What follows belongs to an exercise in optimizing a design on an open flow for small area, a short achievable clock period and few clock cycles; a production flow would make more cautious choices.
Function was checked by simulation only, so behaviour that the tests miss may differ from the original.
No activity file was given, so power comes from the tool's default toggle rates.

==> config.mk <==
export PLATFORM = sky130hd
export DESIGN_NAME = rs_parity_enc
export DESIGN_NICKNAME = rs_parity_enc
export VERILOG_FILES = /design/flow/design.v
export SDC_FILE = /design/flow/constraint.sdc
export NUM_CORES = 4
export LEC_CHECK = 0
export CAP_MARGIN = 20
export CORE_MARGIN = 2
export CORE_UTILIZATION = 30
export SLEW_MARGIN = 20
==> constraint.sdc <==
create_clock -name core_clock -period 7.0 [get_ports {clk}]
set_input_delay 1.4000 -clock core_clock [delete_from_list [all_inputs] [get_ports {clk}]]
set_output_delay 1.4000 -clock core_clock [all_outputs]
set_load 0.01 [all_outputs]
==> design.v <==
module gf_inv6 (
  input  wire [5:0] x,
  output reg  [7:0] y
);
  always @(*) begin
    case (x)
      6'd1: y = 8'h01;
      6'd2: y = 8'h8E;
      6'd3: y = 8'hF4;
      6'd4: y = 8'h47;
      6'd5: y = 8'hA7;
      6'd6: y = 8'h7A;
      6'd7: y = 8'hBA;
      6'd8: y = 8'hAD;
      6'd9: y = 8'h9D;
      6'd10: y = 8'hDD;
      6'd11: y = 8'h98;
      6'd12: y = 8'h3D;
      6'd13: y = 8'hAA;
      6'd14: y = 8'h5D;
      6'd15: y = 8'h96;
      6'd16: y = 8'hD8;
      6'd17: y = 8'h72;
      6'd18: y = 8'hC0;
      6'd19: y = 8'h58;
      6'd20: y = 8'hE0;
      6'd21: y = 8'h3E;
      6'd22: y = 8'h4C;
      6'd23: y = 8'h66;
      6'd24: y = 8'h90;
      6'd25: y = 8'hDE;
      6'd26: y = 8'h55;
      6'd27: y = 8'h80;
      6'd28: y = 8'hA0;
      6'd29: y = 8'h83;
      6'd30: y = 8'h4B;
      6'd31: y = 8'h2A;
      6'd32: y = 8'h6C;
      6'd33: y = 8'hED;
      6'd34: y = 8'h39;
      6'd35: y = 8'h51;
      6'd36: y = 8'h60;
      6'd37: y = 8'h56;
      6'd38: y = 8'h2C;
      6'd39: y = 8'h8A;
      6'd40: y = 8'h70;
      6'd41: y = 8'hD0;
      6'd42: y = 8'h1F;
      6'd43: y = 8'h4A;
      6'd44: y = 8'h26;
      6'd45: y = 8'h8B;
      6'd46: y = 8'h33;
      6'd47: y = 8'h6E;
      6'd48: y = 8'h48;
      6'd49: y = 8'h89;
      6'd50: y = 8'h6F;
      6'd51: y = 8'h2E;
      6'd52: y = 8'hA4;
      6'd53: y = 8'hC3;
      6'd54: y = 8'h40;
      6'd55: y = 8'h5E;
      6'd56: y = 8'h50;
      6'd57: y = 8'h22;
      6'd58: y = 8'hCF;
      6'd59: y = 8'hA9;
      6'd60: y = 8'hAB;
      6'd61: y = 8'h0C;
      6'd62: y = 8'h15;
      6'd63: y = 8'hE1;
      default: y = 8'h00;
    endcase
  end
endmodule
module gf_mul (
  input  wire [7:0] a,
  input  wire [7:0] b,
  output wire [7:0] p
);
  wire [7:0] ax [0:7];    
  assign ax[0] = a;
  genvar n;
  generate
    for (n = 1; n < 8; n = n + 1) begin : g_shift
      assign ax[n] = {ax[n-1][6:0], 1'b0} ^ (ax[n-1][7] ? 8'h1D : 8'h00);
    end
  endgenerate
  assign p = (b[0] ? ax[0] : 8'h00) ^ (b[1] ? ax[1] : 8'h00)
           ^ (b[2] ? ax[2] : 8'h00) ^ (b[3] ? ax[3] : 8'h00)
           ^ (b[4] ? ax[4] : 8'h00) ^ (b[5] ? ax[5] : 8'h00)
           ^ (b[6] ? ax[6] : 8'h00) ^ (b[7] ? ax[7] : 8'h00);
endmodule
module rs_parity_enc (
  input  wire        clk,
  input  wire        rst,        
  input  wire [5:0]  cfg_k,      
  input  wire [4:0]  cfg_m,      
  input  wire        in_valid,
  output wire        in_ready,
  input  wire [15:0] in_data,
  output wire        out_valid,
  input  wire        out_ready,
  output wire [15:0] out_data,
  output wire        out_last
);
  localparam ROWS = 16;
  reg  [4:0]  j;           
  reg  [5:0]  k_q;         
  reg  [4:0]  m_q;
  reg         sending;     
  reg  [3:0]  row;         
  reg  [15:0] acc [0:ROWS-1];
  wire        first = (j == 5'd0);
  wire [5:0]  k_cur = first ? cfg_k : k_q;
  wire [4:0]  m_cur = first ? cfg_m : m_q;
  wire        take  = in_valid && in_ready;
  wire        give  = out_valid && out_ready;
  wire        last_word = ({1'b0, j} == k_cur - 6'd1);
  assign in_ready  = !sending;
  assign out_valid = sending;
  assign out_data  = acc[row];
  assign out_last  = ({1'b0, row} == m_q - 5'd1);
  wire [15:0] prod [0:ROWS-1];
  genvar i, n;
  generate
    for (i = 0; i < ROWS; i = i + 1) begin : g_row
      wire [5:0] k_row = k_cur + i;    
      wire [5:0] sel   = k_row ^ {1'b0, j};
      wire [7:0] coef;
      gf_inv6 u_inv (.x(sel), .y(coef));
      for (n = 0; n < 2; n = n + 1) begin : g_lane
        gf_mul u_mul (.a(in_data[8*n +: 8]), .b(coef), .p(prod[i][8*n +: 8]));
      end
      always @(posedge clk) begin
        if (take)
          acc[i] <= first ? prod[i] : (acc[i] ^ prod[i]);
      end
    end
  endgenerate
  always @(posedge clk) begin
    if (rst) begin
      j       <= 5'd0;
      sending <= 1'b0;
      row     <= 4'd0;
    end else begin
      if (take) begin
        if (first) begin
          k_q <= cfg_k;
          m_q <= cfg_m;
        end
        if (last_word) begin
          j <= 5'd0;
          if (m_cur != 5'd0) begin
            sending <= 1'b1;
            row     <= 4'd0;
          end
        end else begin
          j <= j + 5'd1;
        end
      end
      if (give) begin
        if (out_last)
          sending <= 1'b0;
        else
          row <= row + 4'd1;
      end
    end
  end
endmodule
==> run.sh <==
#!/bin/bash
# synth_recipe.tcl (not shown) runs the flow's synth.tcl, then flattens the netlist and writes it again
# the make line also repeats each setting of config.mk as NAME=value (left out here)
make -C /OpenROAD-flow-scripts/flow DESIGN_CONFIG=/design/flow/config.mk WORK_HOME=/design/flow/orfs CLKGATE_MAP_FILE= SYNTH_SCRIPT=/design/flow/synth_recipe.tcl finish
==> reports/results.tsv <==
stage	metric	value	unit
sta	final period utilization	97.1	%
place	HPWL Detailed	283000	um
grt	vias in the first global route	68479	
clock_network	H-tree Lvls	2	
floorplanning	DIE AREA	206000	sq um
sta	final setup TNS	0	ps
final_layout	Syn-to-layout area delta	12.0	%
power	Peak supply drop	0.000283	V
routing	DRT antenna net count	0	
run	total of max-cap violations	0	
power	Static Leak	23.5	nW
hold_path	hold path depth	2	
sta	worst-margin pin slew	1280	ps
sta	Hold Vio Cnt, Final	0	
grt	Congestion Overflow GR	0	
final_layout	final net count	8880	
floorplanning	core area	202000	sq um
worst_setup_path	CP Cell Sequence	nor2b_1, and2_1, a22oi_1, nand3_1, nor2_1, a21oi_1, clkdlybuf4s50_1	
logic_synthesis	Synth Area per Inst	6.71	sq um
sta	Slew headroom	14.2	%
routing	via count	76137	
sta	worst setup margin	201	ps
worst_setup_path	r2r setup slk	360	ps
sta	clk_skew	46.7	ps
routing	via/cell ratio	6.60	
worst_setup_path	worst path required time	5600	ps
logic_synthesis	fraction of registers with async set or reset after synthesis	0	%
hold_path	Hold Path Class	flip-flop to flip-flop	
floorplanning	Vert. Die Dim	454	um
clock_network	Clock Latency Late Sink	720	ps
final_layout	commonest non-fill, non-tap cell in the layout	nand2_1	
worst_setup_path	crit-path max cell delay	990	ps
power	power density over the cells	696	nW/um^2
clock_network	CTS Sinks	277	
clock_network	cts bufs inserted	46	
power	cell-internal power	21.0	mW
place	quantity of I/O buffers inserted on ports	49	
worst_setup_path	critical path type	flip-flop to output pin	
worst_setup_path	slowest CP cell	and2_1	
sta	Setup violations, final	0	
logic_synthesis	Net Count, Synth	9139	
grt	initial antenna violation count	33	
place	gpl congestion	1.09	
power	combinational share of power	82.4	%
routing	Remaining DRCs	0	
routing	wire length per cell	35.6	um
power	clock power share	5.3	%
run_status	status	complete, no violations	
clock_network	postcts setup bufs	0	
clock_network	CTS Root Buffer Type	clkbuf_16	
clock_network	clock slew at reported path FFs	60	ps
logic_synthesis	Cell Area, Synth	60800	sq um
worst_setup_path	CP Data Arrival Time	5400	ps
sta	minimum clock period	6800	ps
final_layout	fraction of layout cells with a size suffix above 1	11.6	%
routing	total wire length	411000	um
logic_synthesis	Post-synth EDFFs	267	
clock_network	cts hold-fix bufs	0	
worst_setup_path	Critical Path Start Type	flip-flop	
sta	RSZ-0062 raised after global routing	false	
floorplanning	FP Rows	165	
floorplanning	Initial Util	30.1	%
logic_synthesis	Ys Warns	5	
floorplanning	IO Pins	50	
logic_synthesis	Yosys reg bits	277	
logic_synthesis	Cells after Synth	9057	
worst_setup_path	Crit. End Element	output pin	
power	Sequential Power Share	12.4	%
worst_setup_path	R2R cell count	20	
clock_network	clock buffer depth	3	
routing	Initial DRC Count	14167	
logic_synthesis	ys flop type	edfxtp_1	
power	Net Sw Power	26.4	mW
grt	largest net degree at the start of global routing	138	
place	pre-CTS setup slack	322	ps
logic_synthesis	register area share after synthesis	13.5	%
final_layout	Final Core Density	33.7	%
power	switch share	55.6	%
clock_network	post-cts sizing count	0	
worst_setup_path	worst-path maximum fanout	12	
logic_synthesis	count of different cell masters after synthesis	115	
sta	Max Clock Freq	147	MHz
sta	Max Slew Vio Count	0	
routing	Pre-antenna DRT Iters	10	
clock_network	CTS tree	done	
grt	Global Route Usage Sum	38.0	%
floorplanning	Die Wd	454	um
final_layout	commonest cells after routing, fill and taps aside	nand2_1, xnor2_1, nor2_1	
grt	first-pass GRT wire length	562000	um
[state kept, by name (all words and copies together) (netlist names)]
signal   count
j            5
sending      1
acc        256
k_q          6
m_q          5
row          4
[through the flow]
| step | cells | area (sq um) | power, mW | hold WS [ps] |
|---|---|---|---|---|
| 2_1_floorplan | 9057 | 60800 | 31.6 | 517 |
| 3_3_place_gp | 11422 | 66500 | 42.8 | 498 |
| 3_5_place_dp | 11422 | 66600 | 43.2 | 499 |
| 4_1_cts | 11506 | 68000 | 45.8 | 509 |
| 5_1_grt | 11506 | 68000 | 49.4 | 530 |
| 6_report | 11530 | 68100 | 47.4 | 503 |
[critical path: cells and delay by family, from the launching register on]
kind	cells	cell delay [ps]
DFF	1	960
and+or+nand+nor	4	1910
AOI/OAI and AO/OA	2	1030
buffers and inverters	1	780
[kinds of logic after synthesis]
group                      Yosys count  synth area share (%)
AOI/OAI and AO/OA                 2635                  28.4
buffers and inverters             1051                  7.21
xor gates and xnor gates          1726                  25.1
and+or+nand+nor                   3153                  21.5
muxes                              160                  3.14
adders and majority gates           55                  1.12
DFF                                277                  13.5
[synth_stat cells, drive strengths merged, types with 32 or more instances]
master  instances  share of area (%)
a211oi        164                2.1
a21oi         659                5.5
a221oi        114                1.7
a222oi         54               0.89
a22oi         184                2.3
a311oi         40               0.64
a31oi          64               0.68
a32oi          32               0.49
and2           50               0.51
and3           35               0.36
buf           332                2.8
clkbuf        653                4.0
edfxtp        267                 13
ha             51                1.0
inv            56               0.35
mux2i         125                2.2
nand2        1602                9.9
nand2b         63               0.65
nand3         134                1.1
nor2          961                6.0
nor3          164                1.4
o211ai         98                1.2
o21ai         674                5.6
o221ai         54               0.78
o22ai         167                1.7
or2            33               0.34
xnor2        1372                 20
xor2          346                5.0
[power groups by stage]
stage / Combinational [mW] / Sequential (mW) / Clock, mW
after floorplan: 27.1 / 4.57 / 0
after global placement: 37.1 / 5.70 / 0
after detailed placement: 37.5 / 5.69 / 0
after CTS: 37.7 / 5.68 / 2.48
after global routing: 41.2 / 5.75 / 2.51
final: 39.0 / 5.86 / 2.50
[cell type report]
cell class,instances,area (sq um)
repair buffers,678,5450
well taps,2672,3340
fillers,21607,134000
multi-input cells,7729,49300
flip-flops and latches,277,8220
clock buffers,59,1230
diodes,24,60.1
inverters,66,253
clock inverters,25,213
[worst paths after layout]
kind / startpoint / end
min: sending$_SDFF_PP0_ / sending$_SDFF_PP0_
max reg2reg: j[0]$_SDFFE_PP0P_ / acc[10][12]$_DFFE_PP_
min reg2reg: sending$_SDFF_PP0_ / sending$_SDFF_PP0_
max: row[3]$_SDFF_PP0_ / out_data[14]
[layer usage]
| metal | vias to the layer above | GRT usage (%) | wire [um] |
|---|---|---|---|
| met3 | 1790 | 13.5 | 60700 |
| met2 | 6879 | 53.8 | 162000 |
| met5 | - | 0 | 229 |
| met1 | 36172 | 46.9 | 149000 |
| li1 | 31270 | - | - |
| met4 | 26 | 28.7 | 39200 |
Testbench counts, summed over its fixed seeds: cycles 55,780.

==> port drivers added, routing unchanged <==
How much do the figures lean on ideal ports? The routed layout below was timed once more, with nothing changed but the port constraints.
Step 1 (the two cells are an assumption about what drives the block):
set clk [get_ports {clk}]
set_driving_cell -lib_cell sky130_fd_sc_hd__clkbuf_16 $clk
set_driving_cell -lib_cell sky130_fd_sc_hd__buf_2 [delete_from_list [all_inputs] $clk]
Step 2, shift: input delay + t, output delay - t, t = (earliest + latest rising clock arrival at the registers) / 2. This alone moves slack from input paths to output paths.
Slacks: ideal ports / drivers / drivers and shift; pairs: ideal ports / drivers.
shift t [ns]: 0.795
setup WS [ns]: 0.201 / 0.098 / 0.104
hold slack, ns: 0.503 / 0.503 / 0.503
slew at the worst register clock pin (ns): 0.08 / 0.08
cell pins on the clock port's net: 1
After both steps this run still meets setup and hold. The setup slack of this run moves by -0.103 ns with the drivers and by -0.097 ns with both steps.
